From an optimization exercise on the open Yosys and OpenROAD flow, aimed at small area, a short achievable clock period and few clock cycles per item; shortcuts taken in it are not production practice.
Function was checked by simulation only, so behaviour that the tests miss may differ from the original.

## design/flow/config.mk

```make
export PLATFORM = sky130hd
export DESIGN_NAME = sha256_core
export DESIGN_NICKNAME = sha256_core
export VERILOG_FILES = /design/flow/design.v
export SDC_FILE = /design/flow/constraint.sdc
export NUM_CORES = 4
export LEC_CHECK = 0
export CAP_MARGIN = 20
export CORE_MARGIN = 2
export CORE_UTILIZATION = 40
export PLACE_DENSITY = 0.6
export SLEW_MARGIN = 20
```

## design/flow/constraint.sdc

```tcl
create_clock -name core_clock -period 15.0 [get_ports {clk}]
set_input_delay 3.0000 -clock core_clock [delete_from_list [all_inputs] [get_ports {clk}]]
set_output_delay 3.0000 -clock core_clock [all_outputs]
set_load 0.01 [all_outputs]
```

## design/flow/design.v

```verilog
module sha256_core (
    input  wire         clk,
    input  wire         rst,         
    input  wire         start,
    input  wire         init,
    input  wire [511:0] block,       
    output wire         ready,
    output reg          done,
    output wire [255:0] digest       
);
    localparam [255:0] IV = {32'h6a09e667, 32'hbb67ae85, 32'h3c6ef372, 32'ha54ff53a,
                             32'h510e527f, 32'h9b05688c, 32'h1f83d9ab, 32'h5be0cd19};
    reg [31:0] h0, h1, h2, h3, h4, h5, h6, h7;
    reg [31:0] a, b, c, d, e, f, g, h;
    reg [31:0] w [0:15];             
    reg [31:0] kr;                   
    reg [6:0]  t;                    
    reg        busy;
    reg        rdy;                  
    reg        use_iv;               
    assign ready  = rdy;
    assign digest = {h0, h1, h2, h3, h4, h5, h6, h7};
    wire [6:0] t_next = busy ? t + 7'd1 : 7'd0;
    reg [31:0] k_n;
    always @(*) begin
        case (t_next[5:0])
            6'd0:  k_n = 32'h428a2f98; 6'd1:  k_n = 32'h71374491; 6'd2:  k_n = 32'hb5c0fbcf; 6'd3:  k_n = 32'he9b5dba5;
            6'd4:  k_n = 32'h3956c25b; 6'd5:  k_n = 32'h59f111f1; 6'd6:  k_n = 32'h923f82a4; 6'd7:  k_n = 32'hab1c5ed5;
            6'd8:  k_n = 32'hd807aa98; 6'd9:  k_n = 32'h12835b01; 6'd10: k_n = 32'h243185be; 6'd11: k_n = 32'h550c7dc3;
            6'd12: k_n = 32'h72be5d74; 6'd13: k_n = 32'h80deb1fe; 6'd14: k_n = 32'h9bdc06a7; 6'd15: k_n = 32'hc19bf174;
            6'd16: k_n = 32'he49b69c1; 6'd17: k_n = 32'hefbe4786; 6'd18: k_n = 32'h0fc19dc6; 6'd19: k_n = 32'h240ca1cc;
            6'd20: k_n = 32'h2de92c6f; 6'd21: k_n = 32'h4a7484aa; 6'd22: k_n = 32'h5cb0a9dc; 6'd23: k_n = 32'h76f988da;
            6'd24: k_n = 32'h983e5152; 6'd25: k_n = 32'ha831c66d; 6'd26: k_n = 32'hb00327c8; 6'd27: k_n = 32'hbf597fc7;
            6'd28: k_n = 32'hc6e00bf3; 6'd29: k_n = 32'hd5a79147; 6'd30: k_n = 32'h06ca6351; 6'd31: k_n = 32'h14292967;
            6'd32: k_n = 32'h27b70a85; 6'd33: k_n = 32'h2e1b2138; 6'd34: k_n = 32'h4d2c6dfc; 6'd35: k_n = 32'h53380d13;
            6'd36: k_n = 32'h650a7354; 6'd37: k_n = 32'h766a0abb; 6'd38: k_n = 32'h81c2c92e; 6'd39: k_n = 32'h92722c85;
            6'd40: k_n = 32'ha2bfe8a1; 6'd41: k_n = 32'ha81a664b; 6'd42: k_n = 32'hc24b8b70; 6'd43: k_n = 32'hc76c51a3;
            6'd44: k_n = 32'hd192e819; 6'd45: k_n = 32'hd6990624; 6'd46: k_n = 32'hf40e3585; 6'd47: k_n = 32'h106aa070;
            6'd48: k_n = 32'h19a4c116; 6'd49: k_n = 32'h1e376c08; 6'd50: k_n = 32'h2748774c; 6'd51: k_n = 32'h34b0bcb5;
            6'd52: k_n = 32'h391c0cb3; 6'd53: k_n = 32'h4ed8aa4a; 6'd54: k_n = 32'h5b9cca4f; 6'd55: k_n = 32'h682e6ff3;
            6'd56: k_n = 32'h748f82ee; 6'd57: k_n = 32'h78a5636f; 6'd58: k_n = 32'h84c87814; 6'd59: k_n = 32'h8cc70208;
            6'd60: k_n = 32'h90befffa; 6'd61: k_n = 32'ha4506ceb; 6'd62: k_n = 32'hbef9a3f7; default: k_n = 32'hc67178f2;
        endcase
    end
    function [63:0] csa(input [31:0] x, input [31:0] y, input [31:0] z);
        begin
            csa[63:32] = x ^ y ^ z;
            csa[31:0]  = {((x & y) | (x & z) | (y & z)), 1'b0} ;
        end
    endfunction
    wire [31:0] S1 = {e[5:0], e[31:6]} ^ {e[10:0], e[31:11]} ^ {e[24:0], e[31:25]};
    wire [31:0] CH = (e & f) ^ (~e & g);
    wire [31:0] S0 = {a[1:0], a[31:2]} ^ {a[12:0], a[31:13]} ^ {a[21:0], a[31:22]};
    wire [31:0] MJ = (a & b) ^ (a & c) ^ (b & c);
    wire [63:0] x   = csa(h, kr, w[0]);
    wire [63:0] a1  = csa(S1, CH, S0);
    wire [63:0] a2  = csa(x[63:32], x[31:0], MJ);
    wire [63:0] a3  = csa(a1[63:32], a1[31:0], a2[63:32]);
    wire [63:0] a4  = csa(a3[63:32], a3[31:0], a2[31:0]);
    wire [31:0] a_new = a4[63:32] + a4[31:0];
    wire [63:0] e1  = csa(S1, CH, d);
    wire [63:0] e2  = csa(e1[63:32], e1[31:0], x[63:32]);
    wire [63:0] e3  = csa(e2[63:32], e2[31:0], x[31:0]);
    wire [31:0] e_new = e3[63:32] + e3[31:0];
    wire [31:0] ws0  = {w[1][6:0], w[1][31:7]} ^ {w[1][17:0], w[1][31:18]} ^ (w[1] >> 3);
    wire [31:0] ws1  = {w[14][16:0], w[14][31:17]} ^ {w[14][18:0], w[14][31:19]} ^ (w[14] >> 10);
    wire [63:0] s1c  = csa(w[0], w[9], ws0);
    wire [63:0] s2c  = csa(s1c[63:32], s1c[31:0], ws1);
    wire [31:0] wnew = s2c[63:32] + s2c[31:0];
    wire [31:0] fa_sum = h3 + a;
    wire [31:0] fe_sum = h7 + e;
    wire ivsel = init | use_iv;
    wire rot   = busy & (t >= 7'd61);
    wire ivld  = busy & (t == 7'd0) & use_iv;
    always @(posedge clk) begin
        if (rst) begin
            busy   <= 1'b0;
            rdy    <= 1'b1;
            done   <= 1'b0;
            use_iv <= 1'b1;
        end else begin
            done <= 1'b0;
            if (!busy) begin
                if (start) begin
                    busy   <= 1'b1;
                    rdy    <= 1'b0;
                    use_iv <= ivsel;
                end
            end else begin
                if (t == 7'd0)
                    use_iv <= 1'b0;
                if (t == 7'd64) begin
                    busy <= 1'b0;
                    rdy  <= 1'b1;
                    done <= 1'b1;
                end
            end
        end
    end
    integer i;
    always @(posedge clk) begin
        t  <= t_next;
        kr <= k_n;
        if (!busy) begin
            a <= ivsel ? IV[255:224] : h0;
            b <= ivsel ? IV[223:192] : h1;
            c <= ivsel ? IV[191:160] : h2;
            d <= ivsel ? IV[159:128] : h3;
            e <= ivsel ? IV[127:96]  : h4;
            f <= ivsel ? IV[95:64]   : h5;
            g <= ivsel ? IV[63:32]   : h6;
            h <= ivsel ? IV[31:0]    : h7;
            for (i = 0; i < 16; i = i + 1)
                w[i] <= block[511 - 32*i -: 32];
        end else begin
            a <= a_new;
            b <= a;
            c <= b;
            d <= c;
            e <= e_new;
            f <= e;
            g <= f;
            h <= g;
            for (i = 0; i < 15; i = i + 1)
                w[i] <= w[i + 1];
            w[15] <= wnew;
        end
    end
    always @(posedge clk) begin
        if (ivld) begin
            h0 <= IV[255:224]; h1 <= IV[223:192]; h2 <= IV[191:160]; h3 <= IV[159:128];
            h4 <= IV[127:96];  h5 <= IV[95:64];   h6 <= IV[63:32];   h7 <= IV[31:0];
        end else if (rot) begin
            h0 <= fa_sum; h1 <= h0; h2 <= h1; h3 <= h2;
            h4 <= fe_sum; h5 <= h4; h6 <= h5; h7 <= h6;
        end
    end
endmodule
```

## design/flow/run.sh

```bash
#!/bin/bash
# synth_recipe.tcl (not shown) runs the flow's synth.tcl, then flattens the netlist and writes it again
# the make line also repeats each setting of config.mk as NAME=value (left out here)
make -C /OpenROAD-flow-scripts/flow DESIGN_CONFIG=/design/flow/config.mk WORK_HOME=/design/flow/orfs CLKGATE_MAP_FILE= SYNTH_SCRIPT=/design/flow/synth_recipe.tcl finish
```

==> results of run 1 <==
-- routing by layer --
layer / wire length [µm] / global-route usage / up-vias / part of all wire
li1: - / - / 19940 / -
met1: 97570 / 0.4465 / 21290 / 0.44
met2: 94370 / 0.4542 / 2045 / 0.42
met3: 21980 / 0.07569 / 334 / 0.099
met4: 8167 / 0.1120 / 14 / 0.037
met5: 92 / 0 / - / 0.00041
-- state kept, by name, indices dropped and copies added (netlist names), 7 cells and up --
signal  cells
h5         32
h6         32
b          32
h3         32
h          32
h0         32
a          32
kr         32
f          32
c          32
d          32
w         512
g          32
h1         32
t           7
e          32
h7         32
h4         32
h2         32
-- logic make-up after synthesis --
family          Yosys count
compound gates         1173
xor+xnor                428
fa+ha+maj               440
buf+inv                 629
flops                  1067
mux                     541
simple gates           1166
-- area by class of cell --
type / instances / area [µm²] / area share
diodes: 13 / 32.53 / 0.0004862
clock buffers: 157 / 3244 / 0.04849
clock inverters: 57 / 721.9 / 0.01079
inverters: 291 / 1095 / 0.01636
multi-input cells: 3748 / 30160 / 0.4508
flip-flops and latches: 1067 / 21360 / 0.3193
well taps: 1768 / 2212 / 0.03306
repair buffers: 815 / 8078 / 0.1207
-- critical path, stage by stage (launching register included) --
cell      delay, ps
dfxtp_1         580
xor2_1          280
nor2_1           80
o21ai_0         540
a21boi_0        260
fa_1            490
fa_1            550
inv_1            50
ha_1            230
fa_1            470
a21oi_1         230
o21ai_0         180
a211oi_2        450
o211ai_1        260
a221oi_2        470
o21ai_1         180
a21o_1          220
o31a_1          250
mux2i_1         170
nor2_1           50
-- cells in the mapped netlist, types with 9 or more instances --
master / n
o31ai_1: 15
o21bai_1: 21
inv_1: 287
nor3_1: 37
a21o_1: 94
mux2i_1: 35
a211oi_1: 45
dfxtp_1: 1067
a311oi_1: 10
o211ai_1: 58
nor2b_1: 15
a21oi_1: 334
or3_1: 16
o311ai_0: 20
xor2_1: 138
fa_1: 265
and3_1: 18
a31oi_1: 29
o21ai_0: 212
nor2_1: 185
buf_1: 21
clkbuf_1: 315
ha_1: 173
a22o_1: 93
o21a_1: 28
o21ai_1: 9
xnor2_1: 290
nand2_1: 655
o22a_1: 109
mux2_2: 506
nand3_1: 161
nand4_1: 10
a221o_1: 9
nand2b_1: 32
o22ai_1: 9
-- final timing paths --
path                  start        end  slack (ps)
hold / removal    w[12][26]  w[11][26]         450
hold reg to reg   w[12][26]  w[11][26]         450
setup / recovery      e[25]      e[30]        8890
setup reg to reg      e[25]      e[30]        8890
-- through the flow --
stage / hold slack [ps] / instances
2_1_floorplan: 427.6 / 5444
3_3_place_gp: 435.5 / 7688
3_5_place_dp: 438.8 / 7689
4_1_cts: 443.6 / 7903
5_1_grt: 462.4 / 7910
6_report: 448.3 / 7916
==> out/results.ini, run 1 <==
[final_layout]
synthToLayoutAreaGrowth_pct=24.29
final_nets=6991
mostFrequentLayoutCell=dfxtp_1
utilization=0.5013
drive_gt1_frac=0.1267
mostFrequentLayoutCells=1066 x dfxtp_1, 773 x clkdlybuf4s50_1, 654 x nand2_1
fill_cells=12380
design_area_um2=66910

[yosys]
syn_inst=5444
yosys.area.top_type=dfxtp_1
synthTopCellsByArea=dfxtp_1 40%, mux2_2 11%, fa_1 9.9%
synth_compound_area_frac=0.1454
synth_top_family_by_area=compound AO/OA/AOI/OAI gates
synth.avg_cell_area_um2=9.888
synthesis.nets=6398
synthXorXnorAreaFrac=0.06964
synthSimpleGateAreaFrac=0.09276
synth_edf_count=0
synth_warnings=2
async_flop_share=0
syn_area_um2=53830
synthMuxAreaShare=0.1124
ys_types=79
yosys_most_used_dff=dfxtp_1
ys_ff_latch=1067
synth_adder_area_share=0.1391
seq_area_frac_synth=0.3968
synth.top_cell.area_share=0.3968

[timing]
rsz0062_at_grt=no
finalHoldViolCount=0
period_needed_ps=6109
fin_skew_ps=42.00
tightest_slew_ps=1338
final_max_slew_viol_count=0
finalCritPeriodShare=0.4073
tns_ps=0
setup_violations=0
fmax_mhz=163.7
slew_headroom=0.09877
setup_ws_ps=8891

[clock_network]
cts_tree=done
cts_buffer_depth=3
cts.clk_slew.worst_paths_ps=70
hold_buffers=0
post_cts_buffers=0
cts_max_level=3
clk_latency_ps=770
post_cts_resized=0
clock_sinks=1067
cts_made_buffers=114
clock-root-buffer=clkbuf_16

[die]
initial_utilization=0.4034
core_um2=133500
dieArea_um2=137500
rows=134
ioPinCount=774
fp.dieW_um=370.9
die_y_um=370.9

[worst_setup_path]
end_kind=register
arrival_ps=6760
critPathLaunchType=register
path_class=register to register
crit_required_ps=15650
r2r_cells=19
critPathMaxFanout=6

[placed_design]
postPlaceCellArea_um2=62910
gp_congestion=0.9977
hpwl_mm=175.2
port-buffer-count=773
pre_cts_slack_ps=9117

[global_route]
grt_pass1_vias=41500
antenna_found_initial=30
grt_usage=0.3121
grt_max_degree=182
grt_overflow=0
grt_pass1_wl_mm=307.8

[detailed_routing]
avgRoutedWirePerCell_um=28.07
vias=43620
drt-initial-drc-count=5093
drt_first_pass_iters=6
antenna_left=0
viasPerCell=5.510
detail_route.wirelength_mm=222.2
drc=0

[run]
maxCapViolCount=0

[min_path]
hp-class=register to register
holdPathStages=1

[run_status]
outcome=timing/DRC/antenna clean

Testbench counts, summed over its fixed seeds: cycles 19,016, blocks 288.
==> inputs of run 2 (changes only) <==
--- a/design/flow/config.mk
+++ b/design/flow/config.mk
@@ -5,6 +5,7 @@
 export SDC_FILE = /design/flow/constraint.sdc
 export NUM_CORES = 4
 export LEC_CHECK = 0
+export ABC_AREA = 1
 export CAP_MARGIN = 20
 export CORE_MARGIN = 2
 export CORE_UTILIZATION = 40
==> run 2 against run 1 <==
  * First-iteration DRC count is 10% higher
  * Via count up 27%
  * Cell count grew 34%
  * Register-to-register slack gained 870 ps
  * Hold slack worse by 41 ps
  * Count of clock-buffer cells in the layout rose by 7
  * Highest routed layer unchanged
  * Global-route usage grew 4.1 points
  * Area after synthesis rose by 7.3%
  * Sequential share of layout area down 1.9 points
==> out/results.ini, run 2 <==
[run_status]
outcome=timing/DRC/antenna clean

[worst_setup_path]
cp_slowest_cell=buf_4
r2r_start=e[10]
r2r_cells=18  ; -1
slowest_delay_ps=920  ; +340 ps
end_kind=register
critPathLaunchType=primary input
critPathMaxFanout=109  ; +103
reg2reg_to=a[31]
path_class=primary input to register
arrival_ps=5960  ; -800 ps
cp_cell_sequence=clkdlybuf4s50_1, nor2_1, inv_2, nor2_2, inv_6, buf_4, o21ai_0
crit_required_ps=15580  ; -70 ps
rrSetupSlack_ps=9760  ; +870 ps

[global_route]
grt_usage=0.3533  ; +0.04115
grt_max_degree=190  ; +4.4%
grt_pass1_wl_mm=375.2  ; +22%
antenna_found_initial=22  ; -27%
grt_overflow=0  ; unchanged
grt_pass1_vias=52360  ; +26%

[final_layout]
design_area_um2=71230  ; +6.5%
largest-register=w
largest_reg_flops=512  ; unchanged
mostFrequentLayoutCells=2801 x nand2_1, 1066 x dfxtp_1, 979 x inv_1
mostFrequentLayoutCell=nand2_1
final_nets=9552  ; +37%
synthToLayoutAreaGrowth_pct=23.31
drive_gt1_frac=0.03690  ; -0.08975

[placed_design]
gp_congestion=1.036  ; +3.8%
hpwl_mm=217.1  ; +24%
postPlaceCellArea_um2=66930  ; +6.4%
port-buffer-count=773  ; unchanged

[clock_network]
cts_tree=done
clk_latency_ps=780  ; about the same
cts_made_buffers=117  ; +2.6%
clock_sinks=1067  ; unchanged
cts_buffer_depth=3  ; unchanged
post_cts_buffers=0  ; unchanged
clock-root-buffer=clkbuf_16
post_cts_resized=0  ; unchanged
cts.clk_slew.worst_paths_ps=60  ; about the same
hold_buffers=0  ; unchanged
cts_max_level=3  ; unchanged

[detailed_routing]
detail_route.wirelength_mm=269.0  ; +21%
vias=55330  ; +27%
antenna_left=0  ; unchanged
viasPerCell=5.214  ; -5.4%
avgRoutedWirePerCell_um=25.35  ; -9.7%
drc=0  ; unchanged
drt-initial-drc-count=5627  ; +10%
drt_first_pass_iters=9  ; +3

[yosys]
synth_common_cells=2802 x nand2_1, 1067 x dfxtp_1, 979 x inv_1
synth.top_cell.area_share=0.3698  ; -0.02704
synth.avg_cell_area_um2=7.245  ; -27%
synthTopCellsByArea=dfxtp_1 37%, nand2_1 18%, fa_1 9.2%
yosys.area.top_type=dfxtp_1
async_flop_share=0  ; unchanged
syn_area_um2=57770  ; +7.3%
yosys_most_used_dff=dfxtp_1
yosysMostFrequentCell=nand2_1
seq_area_frac_synth=0.3698  ; -0.02704
ys_ff_latch=1067  ; unchanged
ys_types=52  ; -34%
synthesis.nets=8928  ; +40%
synth_edf_count=0  ; unchanged
synth_warnings=2  ; unchanged
syn_inst=7974  ; +46%

[timing]
fin_skew_ps=25.76  ; -16.23 ps
setup_violations=0  ; unchanged
fmax_mhz=186.1  ; +14%
final_max_slew_viol_count=0  ; unchanged
finalHoldViolCount=0  ; unchanged
period_needed_ps=5373  ; -735.9 ps
rsz0062_at_grt=no
finalCritPeriodShare=0.3582  ; -0.04906
tightest_slew_ps=1137  ; -200.6 ps
slew_headroom=0.2339  ; +0.1351
tns_ps=0  ; unchanged

[min_path]
min_to=w[4][1]
holdPathStages=2  ; +1
hp-class=register to register
worstHoldStart=w[5][1]

[die]
die_y_um=384.0  ; +3.6%
ioPinCount=774  ; unchanged
rows=139  ; +3.7%
core_um2=143500  ; +7.5%
fp.dieW_um=384.0  ; +3.6%
dieArea_um2=147500  ; +7.2%
initial_utilization=0.4026  ; -0.0007440

[run]
maxCapViolCount=0  ; unchanged

==> run 2: changes by cell type in the layout (fill, tap and decap cells not counted), sizes merged, moves of 47 or more <==
cell,change
nand2,+2155
inv,+700
mux2,-506
o21ai,+270
nand3,+259
nor2,+169
xnor2,-157
a22o,-90
a21o,-83
o22a,-83
o22ai,+58
a211oi,-47
==> run 2: how the worst max path moves through the flow <==
stage	from	cells after the start	end	slack, ps
2_1_floorplan	init	7	a[0]	10860
3_3_place_gp	init	8	e[5]	9030
3_5_place_dp	init	7	h[19]	8960
4_1_cts	init	7	h[19]	9770
5_1_grt	init	8	e[4]	9490
6_report	init	7	h[19]	9630
==> run 2: critical path, delay by kind of cell <==
kind                   cells  cell delay (ps)
AOI/OAI and AO/OA          1              220
and+or+nand+nor            2              210
buffers and inverters      4             2360
==> run 2: metrics by stage <==
stage | hold slack, ps | util | worst slack, ps | std cells
3_5_place_dp | 407.3 | 0.4664 | 8962 | 10380
5_1_grt | 424.8 | 0.4964 | 9494 | 10610
3_3_place_gp | 406.7 | 0.4664 | 9034 | 10380
4_1_cts | 395.5 | 0.4963 | 9767 | 10600
6_report | 407.8 | 0.4965 | 9627 | 10610
2_1_floorplan | 403.0 | - | 10860 | 7974
==> run 2: layout make-up <==
cell class                 instances  area [µm²]
antenna                           10       25.02
clock buffer                     164        3385
clock inverter                    56       895.9
fill                           14360       72250
inverter                         992        3757
multi-input combinational       5610       31380
sequential                      1067       21360
tap                             1903        2381
timing repair buffer             810        8040
==> run 2: layer usage <==
metal  track usage  up-vias  wire (µm)
li1              -    26200          -
met1        0.4871    26430     116800
met2        0.5416     2254     118700
met3       0.06177      436      20270
met4        0.1529        6      13160
met5             0        -         35
==> run 2: cells by family after synthesis <==
kind of cell	after synthesis	share of synthesized area
buffers and inverters	1297	0.08709
adders and majority gates	439	0.1295
xor gates and xnor gates	316	0.04791
AOI/OAI and AO/OA	1103	0.1047
and+or+nand+nor	3752	0.2611
DFF	1067	0.3698
==> inputs of run 3 (changes only) <==
--- a/design/flow/config.mk
+++ b/design/flow/config.mk
@@ -9,5 +9,6 @@
 export CAP_MARGIN = 20
 export CORE_MARGIN = 2
 export CORE_UTILIZATION = 40
+export CTS_BUF_LIST = sky130_fd_sc_hd__clkbuf_8
 export PLACE_DENSITY = 0.6
 export SLEW_MARGIN = 20
==> run 3 against run 2 <==
  * Largest cell class unchanged
  * Clock skew is 41 ps higher
  * Fmax is 1.4% higher
  * Critical path type is now register to primary output
  * Cell count rose by 1.0%
  * Core utilization decreased by 0.25 points
  * Die area is the same
  * Non-clock buffer count unchanged
  * First-iteration DRC count increased by 2.6%
  * Still clean on timing, DRC and antenna
  * Area after synthesis unchanged
  * Count of clock-buffer cells in the layout is 61 higher
==> out/results.ini, run 3 <==
[run_status]
outcome=timing/DRC/antenna clean

[die]
ioPinCount=774  ; unchanged
rows=139  ; unchanged
initial_utilization=0.4026  ; unchanged
core_um2=143500  ; unchanged
die_y_um=384.0  ; unchanged
fp.dieW_um=384.0  ; unchanged
dieArea_um2=147500  ; unchanged

[clock_network]
cts_buffer_depth=3  ; unchanged
clk_latency_ps=930  ; +150 ps
clock-root-buffer=clkbuf_8
cts_tree=done
cts.clk_slew.worst_paths_ps=60  ; about the same
post_cts_resized=0  ; unchanged
cts_max_level=4  ; +1
post_cts_buffers=0  ; unchanged
hold_buffers=0  ; unchanged
clock_sinks=1067  ; unchanged
cts_made_buffers=184  ; +57%

[yosys]
async_flop_share=0  ; unchanged
synth_common_cells=2802 x nand2_1, 1067 x dfxtp_1, 979 x inv_1
yosys_most_used_dff=dfxtp_1
syn_inst=7974  ; unchanged
synth_warnings=2  ; unchanged
synth.top_cell.area_share=0.3698  ; unchanged
ys_ff_latch=1067  ; unchanged
synth.avg_cell_area_um2=7.245  ; unchanged
yosys.area.top_type=dfxtp_1
syn_area_um2=57770  ; unchanged
synth_edf_count=0  ; unchanged
yosysMostFrequentCell=nand2_1
synthesis.nets=8928  ; unchanged
ys_types=52  ; unchanged
seq_area_frac_synth=0.3698  ; unchanged
synthTopCellsByArea=dfxtp_1 37%, nand2_1 18%, fa_1 9.2%

[timing]
tightest_slew_ps=1250  ; +113.3 ps
finalCritPeriodShare=0.3531  ; -0.005097
finalHoldViolCount=0  ; unchanged
tns_ps=0  ; unchanged
rsz0062_at_grt=no
fmax_mhz=188.8  ; +1.4%
setup_violations=0  ; unchanged
period_needed_ps=5297  ; -76.45 ps
final_max_slew_viol_count=0  ; unchanged
fin_skew_ps=67.04  ; +41.27 ps
slew_headroom=0.1576  ; -0.07631

[worst_setup_path]
r2r_cells=18  ; unchanged
path_class=register to primary output
slowest_delay_ps=720  ; -200 ps
cp_cell_sequence=clkdlybuf4s50_1
r2r_start=e[10]
startpoint=h4[27]
crit_family=flip-flops
critPathLaunchType=register
crit_path_end=digest[123]
reg2reg_to=a[31]
cp_slowest_cell=dfxtp_1
critPathMaxFanout=4  ; -96%
end_kind=primary output
cp.buffers_inverters=1  ; -3
rrSetupSlack_ps=9760  ; about the same
arrival_ps=2300  ; -3660 ps
crit_required_ps=12000  ; -3580 ps
cp_num_cells=1  ; -6

[final_layout]
mostFrequentLayoutCells=2801 x nand2_1, 1066 x dfxtp_1, 1036 x inv_1
mostFrequentLayoutCell=nand2_1
design_area_um2=70870  ; -0.51%
final_nets=9619  ; +0.70%
fin_cells=10720  ; +1.0%
synthToLayoutAreaGrowth_pct=22.68
largest-register=w
drive_gt1_frac=0.04472  ; +0.007821
largest_reg_flops=512  ; unchanged

[global_route]
grt_util_met1=0.4872  ; about the same
grt_overflow=0  ; unchanged
grt_pass1_wl_mm=377.0  ; +0.48%
globalRoute.busiestLayer=met2
grt.met2_usage=0.5436  ; +0.002032
grtUsageMet3=0.06770  ; +0.005931
grt_max_degree=190  ; unchanged
grt_usage=0.3552  ; +0.001958
grt_pass1_vias=52770  ; +0.79%
antenna_found_initial=19  ; -14%

[detailed_routing]
vias=55680  ; +0.63%
drt-initial-drc-count=5771  ; +2.6%
antenna_left=0  ; unchanged
viasPerCell=5.192  ; -0.41%
avgRoutedWirePerCell_um=25.15  ; -0.77%
drc=0  ; unchanged
detail_route.wirelength_mm=269.7  ; +0.27%
drt_first_pass_iters=6  ; -3

[min_path]
hp-class=register to register
holdPathStages=2  ; unchanged

[placed_design]
postPlaceCellArea_um2=66930  ; unchanged
port-buffer-count=773  ; unchanged
post-place-cells=10380  ; unchanged
gp_congestion=1.036  ; unchanged
hpwl_mm=217.1  ; unchanged

[run]
maxCapViolCount=0  ; unchanged

run 3: cell types whose count changed in the layout (fill, tap and decap cells not counted):
cell,change
bufinv_16,-8
clkbuf_1,-19
clkbuf_16,-117
clkbuf_8,+197
clkinv_16,-5
clkinv_2,+7
clkinv_4,-4
clkinvlp_4,-6
inv_1,+57
inv_12,+4
inv_16,+3
inv_6,+1
inv_8,+1
run 3: worst min-delay path by stage:
stage	from	slack, ps	end
after floorplan	w[11][0]	400	w[10][0]
after global placement	w[15][31]	410	w[14][31]
after detailed placement	w[6][22]	410	w[5][22]
after CTS	w[5][22]	390	w[4][22]
after global routing	w[5][3]	410	w[4][3]
final	w[5][22]	400	w[4][22]
run 3: layout make-up:
cell class | instances | area (µm²)
antenna | 10 | 25.02
fill | 14500 | 72610
multi-input combinational | 5610 | 31380
timing repair buffer | 810 | 8040
clock inverter | 106 | 819.5
clock buffer | 225 | 3097
sequential | 1067 | 21360
tap | 1903 | 2381
inverter | 992 | 3757
run 3: layer usage:
layer	up-vias	part of all wire
met1	26530	0.43
met4	8	0.048
met5	-	0.00015
met2	2338	0.44
met3	451	0.079
li1	26350	-
run 3: cells by family after synthesis:
| logic type | after synthesis | synth area share |
|---|---|---|
| adders and majority gates | 439 | 0.1295 |
| and+or+nand+nor | 3752 | 0.2611 |
| AOI/OAI and AO/OA | 1103 | 0.1047 |
| xor gates and xnor gates | 316 | 0.04791 |
| DFF | 1067 | 0.3698 |
| buffers and inverters | 1297 | 0.08709 |
run 3: through the flow:
| stage | hold WS [ps] | setup WS (ps) | util |
|---|---|---|---|
| floorplan | 403.0 | 10860 | - |
| global placement | 406.7 | 9034 | 0.4664 |
| detailed placement | 407.3 | 8962 | 0.4664 |
| CTS | 391.4 | 9662 | 0.4937 |
| global route | 410.4 | 9632 | 0.4938 |
| finish | 401.1 | 9703 | 0.4939 |
==> inputs of run 4 (changes only) <==
==> design/flow/flow/run.sh (new file) <==
#!/bin/bash
# The standard layout, with each port buffered by a buf_1 instead of the
# flow's default port buffer. The make output is kept in flow_make.log.
set -euo pipefail
bash standard.sh "BUFFER_PORTS_ARGS=-buffer_cell sky130_fd_sc_hd__buf_1" finish > flow_make.log 2>&1
==> design/flow/standard.sh (new file) <==
#!/bin/bash
# synth_recipe.tcl (not shown) runs the flow's synth.tcl, then flattens the netlist and writes it again
# the make line also repeats each setting of config.mk as NAME=value (left out here)
make -C /OpenROAD-flow-scripts/flow DESIGN_CONFIG=/design/flow/config.mk WORK_HOME=/design/flow/orfs CLKGATE_MAP_FILE= SYNTH_SCRIPT=/design/flow/synth_recipe.tcl "${@:-finish}"
removed: design/flow/run.sh
==> run 4 against run 3 <==
  * Still clean
  * Hold slack better by 8.2 ps
  * Clock skew shrank 4.2 ps
==> out/results.ini, run 4 <==
[run_status]
outcome=timing/DRC/antenna clean

[detailed_routing]
viasPerCell=5.212  ; +0.38%
drt_first_pass_iters=7  ; +1
avgRoutedWirePerCell_um=24.68  ; -1.9%
vias=55870  ; +0.36%
antenna_left=0  ; unchanged
detail_route.wirelength_mm=264.6  ; -1.9%
drc=0  ; unchanged
drt-initial-drc-count=5432  ; -5.9%

[timing]
period_needed_ps=5347  ; +50.33 ps
rsz0062_at_grt=no
finalCritPeriodShare=0.3565  ; +0.003355
slew_headroom=0.1927  ; +0.03515
fin_skew_ps=62.79  ; -4.246 ps
setup_violations=0  ; unchanged
tns_ps=0  ; unchanged
fmax_mhz=187.0  ; -0.94%
finalHoldViolCount=0  ; unchanged
final_max_slew_viol_count=0  ; unchanged
tightest_slew_ps=1198  ; -52.17 ps

[yosys]
synth.top_cell.area_share=0.3698  ; unchanged
synth_warnings=2  ; unchanged
ys_ff_latch=1067  ; unchanged
synthTopCellsByArea=dfxtp_1 37%, nand2_1 18%, fa_1 9.2%
synth_common_cells=2802 x nand2_1, 1067 x dfxtp_1, 979 x inv_1
synth_edf_count=0  ; unchanged
synth.avg_cell_area_um2=7.245  ; unchanged
yosys_most_used_dff=dfxtp_1
syn_area_um2=57770  ; unchanged
synthesis.nets=8928  ; unchanged
seq_area_frac_synth=0.3698  ; unchanged
yosys.area.top_type=dfxtp_1
ys_types=52  ; unchanged
yosysMostFrequentCell=nand2_1
async_flop_share=0  ; unchanged
syn_inst=7974  ; unchanged

[global_route]
grt_max_degree=215  ; +13%
grt_pass1_wl_mm=368.3  ; -2.3%
grt_pass1_vias=52390  ; -0.73%
grt_usage=0.3468  ; -0.008478
grt_overflow=0  ; unchanged
antenna_found_initial=17  ; -2

[worst_setup_path]
cp_num_cells=8  ; +7
cp_cell_sequence=buf_1, nor2_1, inv_2, nor2_2, buf_4, inv_6, buf_4, o21ai_0
r2r_start=e[26]
critPathMaxFanout=121  ; +117
crit_required_ps=15710  ; +3710 ps
crit_family=buffers and inverters
startpoint=init
cpMostUsedCell=buf_4
cp.buffers_inverters=5  ; +4
end_kind=register
rrSetupSlack_ps=9850  ; +90 ps
critPathLaunchType=primary input
crit_path_end=h[12]
arrival_ps=6050  ; +3750 ps
path_class=primary input to register
cp_slowest_cell=buf_4
slowest_delay_ps=850  ; +130 ps
r2r_cells=17  ; -1
reg2reg_to=e[16]

[placed_design]
hpwl_mm=213.1  ; -1.8%
gp_congestion=1.034  ; -0.12%
post-place-cells=10380  ; -0.029%
port-buffer-count=773  ; unchanged

[die]
core_um2=143500  ; unchanged
initial_utilization=0.4026  ; unchanged
die_y_um=384.0  ; unchanged
ioPinCount=774  ; unchanged
fp.dieW_um=384.0  ; unchanged
dieArea_um2=147500  ; unchanged
rows=139  ; unchanged

[clock_network]
post_cts_buffers=0  ; unchanged
cts_made_buffers=182  ; -1.1%
hold_buffers=0  ; unchanged
cts.clk_slew.worst_paths_ps=80  ; +20 ps
cts_tree=done
clk_latency_ps=940  ; about the same
clock_sinks=1067  ; unchanged
cts_max_level=4  ; unchanged
clock-root-buffer=clkbuf_8
cts_buffer_depth=3  ; unchanged
post_cts_resized=0  ; unchanged

[run]
maxCapViolCount=0  ; unchanged

[final_layout]
synthToLayoutAreaGrowth_pct=14.32
mostFrequentLayoutCell=nand2_1
largest_reg_flops=512  ; unchanged
final_nets=9614  ; -0.052%
mostFrequentLayoutCells=2801 x nand2_1, 1066 x dfxtp_1, 1032 x inv_1
largest-register=w
fin_cells=10720  ; -0.028%
drive_gt1_frac=0.04453  ; -0.0001967

[min_path]
hp-class=register to register

[run 4: cell counts after synthesis]
No cell type changed its count.
[run 4: worst min-delay path by stage]
stage / end / depth (start not counted) / from / slack, ps
finish: w[9][31] / 2 / w[10][31] / 410
global route: w[7][30] / 2 / w[8][30] / 410
CTS: w[7][30] / 2 / w[8][30] / 400
detailed placement: w[4][9] / 2 / w[5][9] / 410
global placement: w[3][4] / 2 / w[4][4] / 410
floorplan: w[10][0] / 2 / w[11][0] / 400
[run 4: logic make-up (layout without fill, tap and decap cells)]
kind of cell	count (synthesis)	count (layout)	share of synthesized area
other	0	13	0
adders and majority gates	439	439	0.1295
xor gates and xnor gates	316	316	0.04791
AOI/OAI and AO/OA	1103	1103	0.1047
buffers and inverters	1297	2127	0.08709
and+or+nand+nor	3752	3752	0.2611
DFF	1067	1067	0.3698
[run 4: through the flow]
step | cell area [µm²] | hold WS (ps) | worst slack [ps] | utilization
detailed placement | 62080 | 407.3 | 8910 | 0.4327
global placement | 62080 | 406.5 | 9015 | 0.4327
global route | 66030 | 410.6 | 9652 | 0.4602
finish | 66040 | 409.3 | 9653 | 0.4603
floorplan | 57770 | 403.0 | 10860 | -
CTS | 66010 | 398.6 | 9860 | 0.4601
[run 4: layer usage]
layer / track usage / vias up / part of all wire
met4: 0.1594 / 0 / 0.049
met2: 0.5288 / 2283 / 0.44
met5: 0 / - / 0
li1: - / 26370 / -
met1: 0.4775 / 26790 / 0.44
met3: 0.05940 / 436 / 0.073
[run 4: layout make-up]
class	count	area, µm²
Fill cell	14970	77440
Inverter	992	3757
Clock inverter	96	735.7
Multi-Input combinational cell	5610	31380
Sequential cell	1067	21360
Antenna cell	13	32.53
Timing Repair Buffer	807	3194
Tap cell	1903	2381
Clock buffer	232	3193
[run 4: worst min-delay path, delay by kind of cell (launching register included)]
family / cells / cell delay [ps]
flip-flops: 1 / 310
AND/OR/NAND/NOR: 2 / 120
==> inputs of run 5 (changes only) <==
==> design/flow/flow/run.sh (replaced) <==
#!/bin/bash
# The standard layout, with each port buffered by a buf_1 instead of the
# flow's default port buffer, and timing repair asked to leave 11 ns of setup
# slack so that it sizes the critical paths. The make output is kept in
# flow_make.log.
set -euo pipefail
bash standard.sh "BUFFER_PORTS_ARGS=-buffer_cell sky130_fd_sc_hd__buf_1" SETUP_SLACK_MARGIN=11 finish > flow_make.log 2>&1
--- a/design/flow/config.mk
+++ b/design/flow/config.mk
@@ -9,6 +9,5 @@
 export CAP_MARGIN = 20
 export CORE_MARGIN = 2
 export CORE_UTILIZATION = 40
-export CTS_BUF_LIST = sky130_fd_sc_hd__clkbuf_8
 export PLACE_DENSITY = 0.6
 export SLEW_MARGIN = 20
==> run 5 against run 4 <==
  * Hold slack worse by 15 ps
  * Clock skew decreased by 22 ps
  * Non-clock buffer count up 439
  * Critical path depth decreased by 7
  * Worst setup slack better by 1000 ps
  * Synthesized cell count stayed put
  * Sequential share of layout area fell by 3.1 points
  * Critical path type is now register to primary output
==> out/results.ini, run 5 <==
[run_status]
outcome=timing/DRC/antenna clean

[die]
die_y_um=384.0  ; unchanged
initial_utilization=0.4026  ; unchanged
dieArea_um2=147500  ; unchanged
ioPinCount=774  ; unchanged
fp.dieW_um=384.0  ; unchanged
rows=139  ; unchanged
core_um2=143500  ; unchanged

[yosys]
synthSimpleGateAreaFrac=0.2611  ; unchanged
synth_common_cells=2802 x nand2_1, 1067 x dfxtp_1, 979 x inv_1
syn_area_um2=57770  ; unchanged
synthTopCellsByArea=dfxtp_1 37%, nand2_1 18%, fa_1 9.2%
synth_adder_area_share=0.1295  ; unchanged
synth_edf_count=0  ; unchanged
yosys_most_used_dff=dfxtp_1
ys_types=52  ; unchanged
ys_ff_latch=1067  ; unchanged
synth_top_family_by_area=simple AND/OR/NAND/NOR gates
synthesis.nets=8928  ; unchanged
seq_area_frac_synth=0.3698  ; unchanged
synth.avg_cell_area_um2=7.245  ; unchanged
synthXorXnorAreaFrac=0.04791  ; unchanged
synthMuxAreaShare=0  ; unchanged
yosysMostFrequentCell=nand2_1
synth.top_cell.area_share=0.3698  ; unchanged
async_flop_share=0  ; unchanged
yosys.area.top_type=dfxtp_1
synth_compound_area_frac=0.1047  ; unchanged
synth_warnings=2  ; unchanged
syn_inst=7974  ; unchanged

[worst_setup_path]
cp.buffers_inverters=1  ; -4
slowest_delay_ps=430  ; -420 ps
cp_slowest_cell=dfxtp_4
end_kind=primary output
critPathMaxFanout=2  ; -98%
path_class=register to primary output
cp_cell_sequence=buf_6
arrival_ps=1310  ; -4740 ps
critPathLaunchType=register
crit_required_ps=12000  ; -3710 ps
crit_family=flip-flops

[detailed_routing]
avgRoutedWirePerCell_um=25.04  ; +1.4%
viasPerCell=5.288  ; +1.5%
antenna_left=0  ; unchanged
drc=0  ; unchanged
detail_route.wirelength_mm=276.3  ; +4.4%
vias=58360  ; +4.4%
drt-initial-drc-count=6135  ; +13%
drt_first_pass_iters=8  ; +1

[timing]
tightest_slew_ps=1365  ; +166.8 ps
final_max_slew_viol_count=0  ; unchanged
finalHoldViolCount=0  ; unchanged
whs_ps=394.6  ; -14.67 ps
fmax_mhz=232.2  ; +24%
setup_ws_ps=10690  ; +1041 ps
finalCritPeriodShare=0.2871  ; -0.06941
period_needed_ps=4306  ; -1041 ps
tns_ps=0  ; unchanged
rsz0062_at_grt=yes
slew_headroom=0.08996  ; -0.1028
fin_skew_ps=40.39  ; -22.41 ps
setup_violations=0  ; unchanged

[placed_design]
hpwl_mm=209.2  ; -1.8%
gp_congestion=1.014  ; -2.0%
post-place-cells=10380  ; +0.0096%
port-buffer-count=773  ; unchanged
pre_cts_slack_ps=9341  ; +430.8 ps

[clock_network]
cts_max_level=3  ; -1
cts.clk_slew.worst_paths_ps=60  ; -20 ps
clock_sinks=1067  ; unchanged
cts_buffer_depth=3  ; unchanged
clk_latency_ps=780  ; -160 ps
cts_made_buffers=115  ; -37%
clock-root-buffer=clkbuf_16
cts_tree=done

[run]
maxCapViolCount=0  ; unchanged

[final_layout]
fin_cells=11040  ; +2.9%
largest_reg_flops=512  ; unchanged
largest-register=w
utilization=0.5360  ; +0.07572
mostFrequentLayoutCell=nand2_1
drive_gt1_frac=0.2243  ; +0.1798
mostFrequentLayoutCells=2653 x nand2_1, 882 x inv_1, 664 x dfxtp_1
final_nets=9986  ; +3.9%
synthToLayoutAreaGrowth_pct=33.13

[global_route]
grt_max_degree=226  ; +5.1%
antenna_found_initial=19  ; +2
grt_pass1_wl_mm=382.1  ; +3.7%
grt_pass1_vias=54940  ; +4.9%
grt_overflow=0  ; unchanged
grt_usage=0.3581  ; +0.01135

[min_path]
hp-class=register to register

## run 5: cell counts after synthesis
Identical to the previous run, type by type.
## run 5: repair_timing
item / in CTS / in global routing
resized for setup: 1674 / 628
pin swaps: 135 / 320
cloned: 0 / 1
hold buffers: 0 / 0
setup endpoints to repair: 505 / 477
buffers inserted: 294 / 143
## run 5: cells by family (layout without fill, tap and decap cells)
kind of cell	count (synthesis)	in the layout
simple gates	3752	3752
other cells	0	11
flops	1067	1067
compound gates	1103	1103
xor+xnor	316	316
buf+inv	1297	2445
fa+ha+maj	439	439
## run 5: final timing paths
kind            start           to  slack [ps]  depth (start not counted)
max            h3[17]  digest[145]       10690                          1
min          w[4][28]     w[3][28]         390                          2
max reg2reg      e[7]        a[29]       10870                         19
min reg2reg  w[4][28]     w[3][28]         390                          2
## run 5: final cells by class
cell class                      instances  area [µm²]
Antenna cell                           11       27.53
Clock buffer                          166        3279
Clock inverter                         41       475.5
Fill cell                           13600       66580
Inverter                              992        3826
Multi-Input combinational cell       5610       35650
Sequential cell                      1067       22490
Tap cell                             1903        2381
Timing Repair Buffer                 1246        8772
## run 5: metal layers
metal  routed length [µm]  global-route usage  share of wire  up-vias
li1                     -                   -              -    27050
met1               114100              0.4802           0.41    27860
met2               119500              0.5399           0.43     2729
met3                24690             0.07535          0.089      713
met4                17910              0.1898          0.065       10
met5                   68                   0        0.00025        -
## run 5: metrics by stage
step / instance area (µm²)
6_report: 76910
3_5_place_dp: 62100
5_1_grt: 76890
3_3_place_gp: 62100
4_1_cts: 73370
2_1_floorplan: 57800
==> inputs of run 6 (changes only) <==
==> design/flow/flow/run.sh (replaced) <==
#!/bin/bash
# The standard layout, with each port buffered by a buf_1 instead of the
# flow's default port buffer, and timing repair asked to leave 10.5 ns of setup
# slack so that it sizes the critical paths. The make output is kept in
# flow_make.log.
set -euo pipefail
bash standard.sh "BUFFER_PORTS_ARGS=-buffer_cell sky130_fd_sc_hd__buf_1" SETUP_SLACK_MARGIN=10.5 finish > flow_make.log 2>&1
==> run 6 against run 5 <==
  * Core utilization down 6.6 points
  * Area after synthesis unchanged
  * Via count down 4.8%
  * Highest routed layer is now met4
  * Hold slack better by 19 ps
  * First-iteration DRC count down 9.5%
  * Flip-flop and latch count unchanged
  * Largest cell class unchanged
  * Cell count down 3.8%
  * Register-to-register slack worse by 300 ps
==> out/results.ini, run 6 <==
[run_status]
outcome=timing/DRC/antenna clean

[clock_network]
clock-root-buffer=clkbuf_16
cts_buffer_depth=3  ; unchanged
cts_made_buffers=116  ; +0.87%
cts_tree=done
cts_max_level=3  ; unchanged
clk_latency_ps=790  ; about the same
cts.clk_slew.worst_paths_ps=60  ; about the same
clock_sinks=1067  ; unchanged

[timing]
period_needed_ps=4517  ; +210.6 ps
slew_headroom=0.3027  ; +0.2127
finalHoldViolCount=0  ; unchanged
rsz0062_at_grt=yes
whs_ps=413.6  ; +18.91 ps
finalCritPeriodShare=0.3011  ; +0.01404
tightest_slew_ps=1046  ; -319.1 ps
tns_ps=0  ; unchanged
final_max_slew_viol_count=0  ; unchanged
fmax_mhz=221.4  ; -4.7%
fin_skew_ps=61.45  ; +21.06 ps
setup_violations=0  ; unchanged

[yosys]
synth.top_cell.area_share=0.3698  ; unchanged
yosys.area.top_type=dfxtp_1
synth.avg_cell_area_um2=7.245  ; unchanged
ys_ff_latch=1067  ; unchanged
seq_area_frac_synth=0.3698  ; unchanged
yosysMostFrequentCell=nand2_1
syn_area_um2=57770  ; unchanged
synth_warnings=2  ; unchanged
syn_inst=7974  ; unchanged
ys_types=52  ; unchanged
async_flop_share=0  ; unchanged
yosys_most_used_dff=dfxtp_1
synthesis.nets=8928  ; unchanged
synth_edf_count=0  ; unchanged
synthTopCellsByArea=dfxtp_1 37%, nand2_1 18%, fa_1 9.2%
synth_common_cells=2802 x nand2_1, 1067 x dfxtp_1, 979 x inv_1

[die]
fp.dieW_um=384.0  ; unchanged
ioPinCount=774  ; unchanged
rows=139  ; unchanged
dieArea_um2=147500  ; unchanged
initial_utilization=0.4026  ; unchanged
die_y_um=384.0  ; unchanged
core_um2=143500  ; unchanged

[detailed_routing]
detail_route.wirelength_mm=264.6  ; -4.2%
viasPerCell=5.236  ; -0.99%
drc=0  ; unchanged
drt-initial-drc-count=5552  ; -9.5%
drt_first_pass_iters=6  ; -2
avgRoutedWirePerCell_um=24.93  ; -0.43%
antenna_left=0  ; unchanged
vias=55570  ; -4.8%

[placed_design]
gp_congestion=1.034  ; +2.1%
port-buffer-count=773  ; unchanged
post-place-cells=10380  ; -0.0096%
hpwl_mm=213.1  ; +1.9%

[final_layout]
mostFrequentLayoutCells=2792 x nand2_1, 973 x inv_1, 922 x dfxtp_1
fin_cells=10610  ; -3.8%
synthToLayoutAreaGrowth_pct=16.67
drive_gt1_frac=0.07103  ; -0.1533
final_nets=9560  ; -4.3%
mostFrequentLayoutCell=nand2_1
largest-register=w
largest_reg_flops=512  ; unchanged

[run]
maxCapViolCount=0  ; unchanged

[global_route]
grt_pass1_wl_mm=367.5  ; -3.8%
grt_pass1_vias=52070  ; -5.2%
grt_max_degree=215  ; -4.9%
grt_usage=0.3454  ; -0.01271
antenna_found_initial=17  ; -2
grt_overflow=0  ; unchanged

[min_path]
holdPathStages=2  ; unchanged
worstHoldStart=w[7][31]
min_to=w[6][31]
hp-class=register to register

[worst_setup_path]
critPathLaunchType=primary input
rrSetupSlack_ps=10570  ; -300 ps
reg2reg_to=e[28]
critPathMaxFanout=121  ; +119
path_class=primary input to register
crit_required_ps=15590  ; +3590 ps
r2r_cells=16  ; -3
end_kind=register
r2r_start=e[30]
arrival_ps=5110  ; +3800 ps

## run 6: cell count changes in the layout (fill, tap and decap cells not counted), moves of 139 or more
cell | previous run | this run
dfxtp_4 | 250 | 40
buf_1 | 515 | 764
buf_4 | 423 | 41
dfxtp_1 | 664 | 922
buf_6 | 286 | 1
nand2_1 | 2653 | 2792
## run 6: cells by family (layout without fill, tap and decap cells)
family,count (synthesis),count (layout),share of synthesized area
AOI/OAI and AO/OA,1103,1103,0.1047
DFF,1067,1067,0.3698
other,0,9,0
buffers and inverters,1297,2024,0.08709
and+or+nand+nor,3752,3752,0.2611
xor gates and xnor gates,316,316,0.04791
adders and majority gates,439,439,0.1295
## run 6: worst max path at each step
stage / slack (ps) / cells past startpoint / endpoint / startpoint
5_1_grt: 10420 / 21 / e[19] / e[21]
3_3_place_gp: 9020 / 9 / e[4] / init
3_5_place_dp: 8910 / 8 / h[12] / init
6_report: 10480 / 8 / h[26] / init
2_1_floorplan: 10860 / 7 / a[0] / init
4_1_cts: 10470 / 19 / e[28] / e[4]
## run 6: critical path: stages
cell and delay (ps):
buf_1 100, nor2_1 70, inv_2 430, nor2_4 120, buf_6 230, inv_16 350, buf_12 370, o21ai_0 180
## run 6: layer usage
layer,part of all wire,global-route usage
met5,0,0
met4,0.055,0.1632
met3,0.074,0.05553
met2,0.44,0.5268
met1,0.43,0.4762
## run 6: per-stage QoR
step / util / area [µm²] / setup slack (ps)
floorplan: - / 57770 / 10860
global placement: 0.4327 / 62080 / 9015
detailed placement: 0.4327 / 62080 / 8910
CTS: 0.4636 / 66520 / 10470
global route: 0.4697 / 67390 / 10420
finish: 0.4697 / 67400 / 10480
## run 6: area by class of cell
cell class,count,area (µm²)
Timing Repair Buffer,819,3314
Antenna cell,9,22.52
Clock inverter,55,824.5
Sequential cell,1067,21640
Clock buffer,158,3231
Inverter,992,3776
Fill cell,14760,76080
Tap cell,1903,2381
Multi-Input combinational cell,5610,32210
## run 6: repair_timing
item                                   CTS  global route
resized for setup                      181           227
setup endpoints to repair              197            65
hold buffers                             0             0
setup buffers                            0            12
endpoints found under the hold margin    0             0
pin swaps                                3            22
==> inputs of run 7 (changes only) <==
==> design/flow/flow/run.sh (replaced) <==
#!/bin/bash
# The standard layout, with each port buffered by a buf_1 instead of the
# flow's default port buffer, and timing repair asked to leave 10.0 ns of setup
# slack so that it sizes the critical paths. The make output is kept in
# flow_make.log.
set -euo pipefail
bash standard.sh "BUFFER_PORTS_ARGS=-buffer_cell sky130_fd_sc_hd__buf_1" SETUP_SLACK_MARGIN=10.0 finish > flow_make.log 2>&1
==> run 7 against run 6 <==
  * Critical path type unchanged
  * Critical endpoint unchanged
  * Final area decreased by 1.7%
  * Cell count is 0.10% lower
  * Core utilization is 0.79 points lower
  * Sequential share of layout area rose by 0.18 points
  * Still clean
==> out/results.ini, run 7 <==
[worst_setup_path]
critPathLaunchType=primary input
path_class=primary input to register
critPathMaxFanout=121  ; unchanged
cp.buffers_inverters=5  ; unchanged
arrival_ps=5520  ; +410 ps
crit_required_ps=15580  ; about the same
r2r_start=w[0][2]
rrSetupSlack_ps=10140  ; -430 ps
slowest_delay_ps=550  ; +120 ps
end_kind=register
reg2reg_to=a[24]
r2r_cells=17  ; +1
crit_family=buffers and inverters
cp_cell_sequence=buf_1, nor2_1, inv_2, nor2_2, buf_4, inv_8, buf_8, o21ai_0
cp_slowest_cell=inv_8

[detailed_routing]
avgRoutedWirePerCell_um=24.88  ; -0.21%
drc=0  ; unchanged
viasPerCell=5.218  ; -0.33%
detail_route.wirelength_mm=263.7  ; -0.32%
antenna_left=0  ; unchanged
vias=55330  ; -0.44%
drt-initial-drc-count=5405  ; -2.6%
drt_first_pass_iters=9  ; +3

[yosys]
ys_types=52  ; unchanged
yosysMostFrequentCell=nand2_1
synthTopCellsByArea=dfxtp_1 37%, nand2_1 18%, fa_1 9.2%
synthesis.nets=8928  ; unchanged
syn_inst=7974  ; unchanged
synth.avg_cell_area_um2=7.245  ; unchanged
async_flop_share=0  ; unchanged
syn_area_um2=57770  ; unchanged
yosys.area.top_type=dfxtp_1
synth_warnings=2  ; unchanged
yosys_most_used_dff=dfxtp_1
synth_common_cells=2802 x nand2_1, 1067 x dfxtp_1, 979 x inv_1
synth.top_cell.area_share=0.3698  ; unchanged
ys_ff_latch=1067  ; unchanged
synth_edf_count=0  ; unchanged
seq_area_frac_synth=0.3698  ; unchanged

[min_path]
hp-class=register to register
worstHoldStart=w[10][31]
min_to=w[9][31]
holdPathStages=2  ; unchanged

[final_layout]
mostFrequentLayoutCell=nand2_1
largest-register=w
largest_reg_flops=512  ; unchanged
fill_cells=14850  ; +0.60%
fin_cells=10600  ; -0.10%
final_nets=9548  ; -0.13%
design_area_um2=66270  ; -1.7%
mostFrequentLayoutCells=2801 x nand2_1, 1042 x dfxtp_1, 979 x inv_1
drive_gt1_frac=0.03878  ; -0.03224
synthToLayoutAreaGrowth_pct=14.72

[run]
maxCapViolCount=0  ; unchanged

[clock_network]
cts_made_buffers=116  ; unchanged
post_cts_buffers=0  ; unchanged
cts_tree=done
hold_buffers=0  ; unchanged
post_cts_resized=4  ; -98%
clk_latency_ps=790  ; about the same
clock_sinks=1067  ; unchanged
cts_max_level=3  ; unchanged
clock-root-buffer=clkbuf_16
cts.clk_slew.worst_paths_ps=60  ; about the same
cts_buffer_depth=3  ; unchanged

[timing]
period_needed_ps=4940  ; +423.0 ps
fin_skew_ps=65.92  ; +4.466 ps
fmax_mhz=202.4  ; -8.6%
finalHoldViolCount=0  ; unchanged
slew_headroom=0.2562  ; -0.04651
tns_ps=0  ; unchanged
tightest_slew_ps=1104  ; +58.10 ps
finalCritPeriodShare=0.3293  ; +0.02820
setup_violations=0  ; unchanged
rsz0062_at_grt=no
final_max_slew_viol_count=0  ; unchanged

[placed_design]
hpwl_mm=213.1  ; unchanged
gp_congestion=1.034  ; unchanged
post-place-cells=10380  ; unchanged
postPlaceCellArea_um2=62080  ; unchanged
port-buffer-count=773  ; unchanged

[die]
rows=139  ; unchanged
ioPinCount=774  ; unchanged
die_y_um=384.0  ; unchanged
core_um2=143500  ; unchanged
initial_utilization=0.4026  ; unchanged
dieArea_um2=147500  ; unchanged
fp.dieW_um=384.0  ; unchanged

[global_route]
grt_pass1_wl_mm=367.2  ; about the same
grt_overflow=0  ; unchanged
grt_max_degree=215  ; unchanged
grt_usage=0.3452  ; about the same
antenna_found_initial=16  ; -1
grt_pass1_vias=51940  ; -0.25%

[run_status]
outcome=timing/DRC/antenna clean

==> run 7: cell counts after synthesis <==
Identical to the previous run, type by type.
==> run 7: worst max path at each step <==
stage                        to  startpoint  depth (start not counted)  slack, ps
after global placement     e[4]        init                          9       9020
final                     h[26]        init                          8      10060
after CTS                 e[16]        e[7]                         17      10000
after global routing      e[28]        e[0]                         19      10010
after detailed placement  h[12]        init                          8       8910
after floorplan            a[0]        init                          7      10860
==> run 7: kinds of logic (layout without fill, tap and decap cells) <==
family	count (synthesis)	count (layout)	synth area share
AOI/OAI and AO/OA	1103	1103	0.1047
xor gates and xnor gates	316	316	0.04791
adders and majority gates	439	439	0.1295
buffers and inverters	1297	2012	0.08709
DFF	1067	1067	0.3698
other	0	10	0
and+or+nand+nor	3752	3752	0.2611
==> run 7: worst register-to-register path, stage by stage (launching register included) <==
cell and delay (ps):
dfxtp_1 630, fa_1 510, inv_1 130, fa_1 460, fa_1 540, inv_1 50
fa_1 430, ha_1 320, fa_1 610, nand3_1 160, nand2_1 150, nand3_1 130
nand2_1 130, nand2_1 120, nand3_1 90, nand2_1 80, nand3_1 130, nand2_1 130
==> run 7: per-layer routing <==
| layer | vias to the layer above | global-route usage | share of wire |
|---|---|---|---|
| met5 | - | 0 | 0 |
| met4 | 0 | 0.1615 | 0.053 |
| met3 | 453 | 0.05659 | 0.071 |
| met2 | 2165 | 0.5268 | 0.44 |
| met1 | 26520 | 0.4754 | 0.43 |
| li1 | 26190 | - | - |
==> run 7: metrics by stage <==
step / setup slack (ps) / hold WS [ps] / utilization
4_1_cts: 10000 / 400.5 / 0.4610
3_3_place_gp: 9015 / 406.5 / 0.4327
3_5_place_dp: 8910 / 407.3 / 0.4327
5_1_grt: 10010 / 430.7 / 0.4618
6_report: 10060 / 416.4 / 0.4619
2_1_floorplan: 10860 / 403.0 / -
==> run 7: area by class of cell <==
class / count / area (µm²) / share of cell area
multi-input cells: 5610 / 31450 / 0.4746
clock inverters: 55 / 824.5 / 0.01244
repair buffers: 807 / 3202 / 0.04831
clock buffers: 158 / 3231 / 0.04875
diodes: 10 / 25.02 / 0.0003776
well taps: 1903 / 2381 / 0.03593
flip-flops and latches: 1067 / 21400 / 0.3229
inverters: 992 / 3760 / 0.05674
==> inputs of run 8 (changes only) <==
--- a/design/flow/design.v
+++ b/design/flow/design.v
@@ -18,6 +18,7 @@
     reg        busy;
     reg        rdy;                  
     reg        use_iv;               
+    reg        blk_iv;               
     assign ready  = rdy;
     assign digest = {h0, h1, h2, h3, h4, h5, h6, h7};
     wire [6:0] t_next = busy ? t + 7'd1 : 7'd0;
@@ -67,11 +68,19 @@
     wire [63:0] s1c  = csa(w[0], w[9], ws0);
     wire [63:0] s2c  = csa(s1c[63:32], s1c[31:0], ws1);
     wire [31:0] wnew = s2c[63:32] + s2c[31:0];
-    wire [31:0] fa_sum = h3 + a;
-    wire [31:0] fe_sum = h7 + e;
+    reg [31:0] iva, ive;
+    always @(*) begin
+        case (t[1:0])
+            2'd1:    begin iva = IV[159:128]; ive = IV[31:0];   end
+            2'd2:    begin iva = IV[191:160]; ive = IV[63:32];  end
+            2'd3:    begin iva = IV[223:192]; ive = IV[95:64];  end
+            default: begin iva = IV[255:224]; ive = IV[127:96]; end
+        endcase
+    end
+    wire [31:0] fa_sum = (blk_iv ? iva : h3) + a;
+    wire [31:0] fe_sum = (blk_iv ? ive : h7) + e;
     wire ivsel = init | use_iv;
     wire rot   = busy & (t >= 7'd61);
-    wire ivld  = busy & (t == 7'd0) & use_iv;
     always @(posedge clk) begin
         if (rst) begin
             busy   <= 1'b0;
@@ -84,11 +93,9 @@
                 if (start) begin
                     busy   <= 1'b1;
                     rdy    <= 1'b0;
-                    use_iv <= ivsel;
+                    use_iv <= 1'b0;
                 end
             end else begin
-                if (t == 7'd0)
-                    use_iv <= 1'b0;
                 if (t == 7'd64) begin
                     busy <= 1'b0;
                     rdy  <= 1'b1;
@@ -127,10 +134,9 @@
         end
     end
     always @(posedge clk) begin
-        if (ivld) begin
-            h0 <= IV[255:224]; h1 <= IV[223:192]; h2 <= IV[191:160]; h3 <= IV[159:128];
-            h4 <= IV[127:96];  h5 <= IV[95:64];   h6 <= IV[63:32];   h7 <= IV[31:0];
-        end else if (rot) begin
+        if (!busy)
+            blk_iv <= ivsel;
+        if (rot) begin
             h0 <= fa_sum; h1 <= h0; h2 <= h1; h3 <= h2;
             h4 <= fe_sum; h5 <= h4; h6 <= h5; h7 <= h6;
         end
==> design/flow/flow/run.sh (replaced) <==
#!/bin/bash
# The standard layout, with each port buffered by a buf_1 instead of the
# flow's default port buffer, and timing repair asked to leave 10.5 ns of setup
# slack so that it sizes the critical paths. The make output is kept in
# flow_make.log.
set -euo pipefail
bash standard.sh "BUFFER_PORTS_ARGS=-buffer_cell sky130_fd_sc_hd__buf_1" SETUP_SLACK_MARGIN=10.5 finish > flow_make.log 2>&1
==> run 8 against run 7 <==
  * Synthesized cell count down 11%
  * Final area up 1.2%
  * Critical path type is now register to primary output
  * Still clean on timing, DRC and antenna
==> out/results.ini, run 8 <==
[worst_setup_path]
cp_slowest_cell=edfxtp_1
end_kind=primary output
arrival_ps=1520  ; -4000 ps
slowest_delay_ps=550  ; about the same
critPathLaunchType=register
cp_cell_sequence=clkbuf_2
crit_required_ps=12000  ; -3580 ps
path_class=register to primary output
cp.buffers_inverters=1  ; -4
crit_family=flip-flops

[timing]
fmax_mhz=221.2  ; +9.2%
final_max_slew_viol_count=0  ; unchanged
slew_headroom=0.2378  ; -0.01840
finalHoldViolCount=0  ; unchanged
rsz0062_at_grt=yes
setup_violations=0  ; unchanged
fin_skew_ps=95.71  ; +29.79 ps
period_needed_ps=4521  ; -418.2 ps
tns_ps=0  ; unchanged
whs_ps=378.2  ; -38.24 ps

[yosys]
synth.avg_cell_area_um2=7.991  ; +10%
yosys_most_used_dff=dfxtp_1
synthTopCellsByArea=dfxtp_1 29%, nand2_1 16%, edfxtp_1 14%
ys_types=52  ; unchanged
syn_inst=7074  ; -11%
yosysMostFrequentCell=nand2_1
synth_common_cells=2429 x nand2_1, 835 x inv_1, 811 x dfxtp_1
synth_warnings=2  ; unchanged
ys_ff_latch=1068  ; +0.094%
synth.top_cell.area_share=0.2872  ; -0.08256
async_flop_share=0  ; unchanged
seq_area_frac_synth=0.4237  ; +0.05396

[placed_design]
hpwl_mm=211.2  ; -0.91%
port-buffer-count=773  ; unchanged
postPlaceCellArea_um2=61260  ; -1.3%
post-place-cells=9536  ; -8.1%

[detailed_routing]
vias=52630  ; -4.9%
detail_route.wirelength_mm=261.7  ; -0.76%
drt-initial-drc-count=7192  ; +33%
viasPerCell=5.350  ; +2.5%
antenna_left=0  ; unchanged
drc=0  ; unchanged

[global_route]
grt_pass1_vias=49530  ; -4.6%
grt_usage=0.3511  ; +0.005964
grt_pass1_wl_mm=364.6  ; -0.71%
grt_max_degree=205  ; -4.7%
antenna_found_initial=21  ; +5

[clock_network]
cts_tree=done
hold_buffers=0  ; unchanged
clk_latency_ps=800  ; about the same
clock_sinks=1068  ; +0.094%
cts_buffer_depth=3  ; unchanged
cts_made_buffers=114  ; -1.7%

[final_layout]
mostFrequentLayoutCells=2415 x nand2_1, 826 x inv_1, 771 x buf_1
largest-register=w
synthToLayoutAreaGrowth_pct=18.66
fin_cells=9837  ; -7.2%
design_area_um2=67080  ; +1.2%
largest_reg_flops=512  ; unchanged

[die]
core_um2=139900  ; -2.5%
ioPinCount=774  ; unchanged
die_y_um=379.9  ; -1.1%
fp.dieW_um=379.9  ; -1.1%
rows=137  ; -1.4%

[run]
maxCapViolCount=0  ; unchanged

[min_path]
hp-class=register to register

[run_status]
outcome=timing/DRC/antenna clean

==> run 8: through the flow <==
| stage | worst slack, ps | util |
|---|---|---|
| after floorplan | 9554 | - |
| after global placement | 9588 | 0.4379 |
| after detailed placement | 9564 | 0.4380 |
| after CTS | 10440 | 0.4721 |
| after global routing | 10430 | 0.4794 |
| final | 10480 | 0.4795 |
==> run 8: logic make-up after synthesis <==
kind of cell	count (synthesis)	share of synthesized area
AOI/OAI and AO/OA	969	0.09491
adders and majority gates	443	0.1332
and+or+nand+nor	3160	0.2193
buffers and inverters	1069	0.07235
DFF	1068	0.4237
xor gates and xnor gates	365	0.05655
==> run 8: path summary, 6_finish.rpt <==
check            start           to  slack (ps)  cells past startpoint
max             h0[16]  digest[240]       10480                      1
min          w[12][31]    w[11][31]         380                      2
max reg2reg      a[30]        a[31]       10590                     16
min reg2reg  w[12][31]    w[11][31]         380                      2
==> run 8: layout make-up <==
type,count,area [µm²]
fillers,14010,72800
multi-input cells,4937,29460
flip-flops and latches,1068,24130
repair buffers,883,3795
clock buffers,165,3334
inverters,840,3187
well taps,1876,2347
clock inverters,53,783.3
diodes,15,37.54
==> run 8: layer usage <==
layer,part of all wire,global-route usage,routed length [µm],vias to the layer above
li1,-,-,-,23790
met1,0.46,0.5328,119600,25670
met2,0.41,0.4925,106200,2806
met3,0.10,0.07634,26980,359
met4,0.034,0.1065,8861,12
met5,0.00028,0,72,-
==> run 8: repair_timing <==
item,4_1_cts,5_1_grt
setup buffers,46,22
pin swaps,3,32
endpoints found under the hold margin,0,0
resized for setup,108,236
setup endpoints to repair,140,223
Testbench counts of run 8, summed over its fixed seeds: cycles 19,016, blocks 288.

separate check: timing with driven ports:
The flow's constraints put no driver on any port. The routed layouts listed below were extracted and timed again, unchanged, in two steps.
Step 1, drivers: a clkbuf_16 drives clk and a buf_2 each remaining input, both assumed.
Step 2 adds t to the input delays and takes it off the output delays; t is the mean of the earliest and latest rising clock arrival at the registers after step 1. Input paths then give back, and output paths get back, about the clock's delay inside the block.
a / b / c = ideal ports / drivers / drivers and shift; a / b = the first two.
run | t, ns | setup WS [ns] | worst setup path at the end | slew at the worst register clock pin (ns) | pins driven straight from the clock port
run 1 | 0.819 | 8.891 / 8.891 / 8.891 | register to register | 0.07 / 0.07 | 1
run 2 | 0.843 | 9.627 / 9.663 / 8.820 | input to register | 0.07 / 0.07 | 1
run 3 | 0.983 | 9.703 / 9.622 / 8.788 | input to register | 0.07 / 0.07 | 1
run 4 | 0.986 | 9.653 / 9.704 / 8.718 | input to register | 0.08 / 0.08 | 1
run 5 | 0.848 | 10.694 / 10.608 / 10.251 | input to register | 0.09 / 0.09 | 1
run 6 | 0.838 | 10.483 / 10.441 / 9.703 | input to register | 0.08 / 0.08 | 1
run 7 | 0.838 | 10.060 / 10.118 / 9.280 | input to register | 0.08 / 0.08 | 1
run 8 | 0.826 | 10.479 / 10.404 / 9.817 | input to register | 0.07 / 0.07 | 1
After both steps setup and hold are still met in every run listed. For run 4, which loses most, drivers alone change the setup slack by +0.051 ns; drivers and shift together by -0.935 ns.
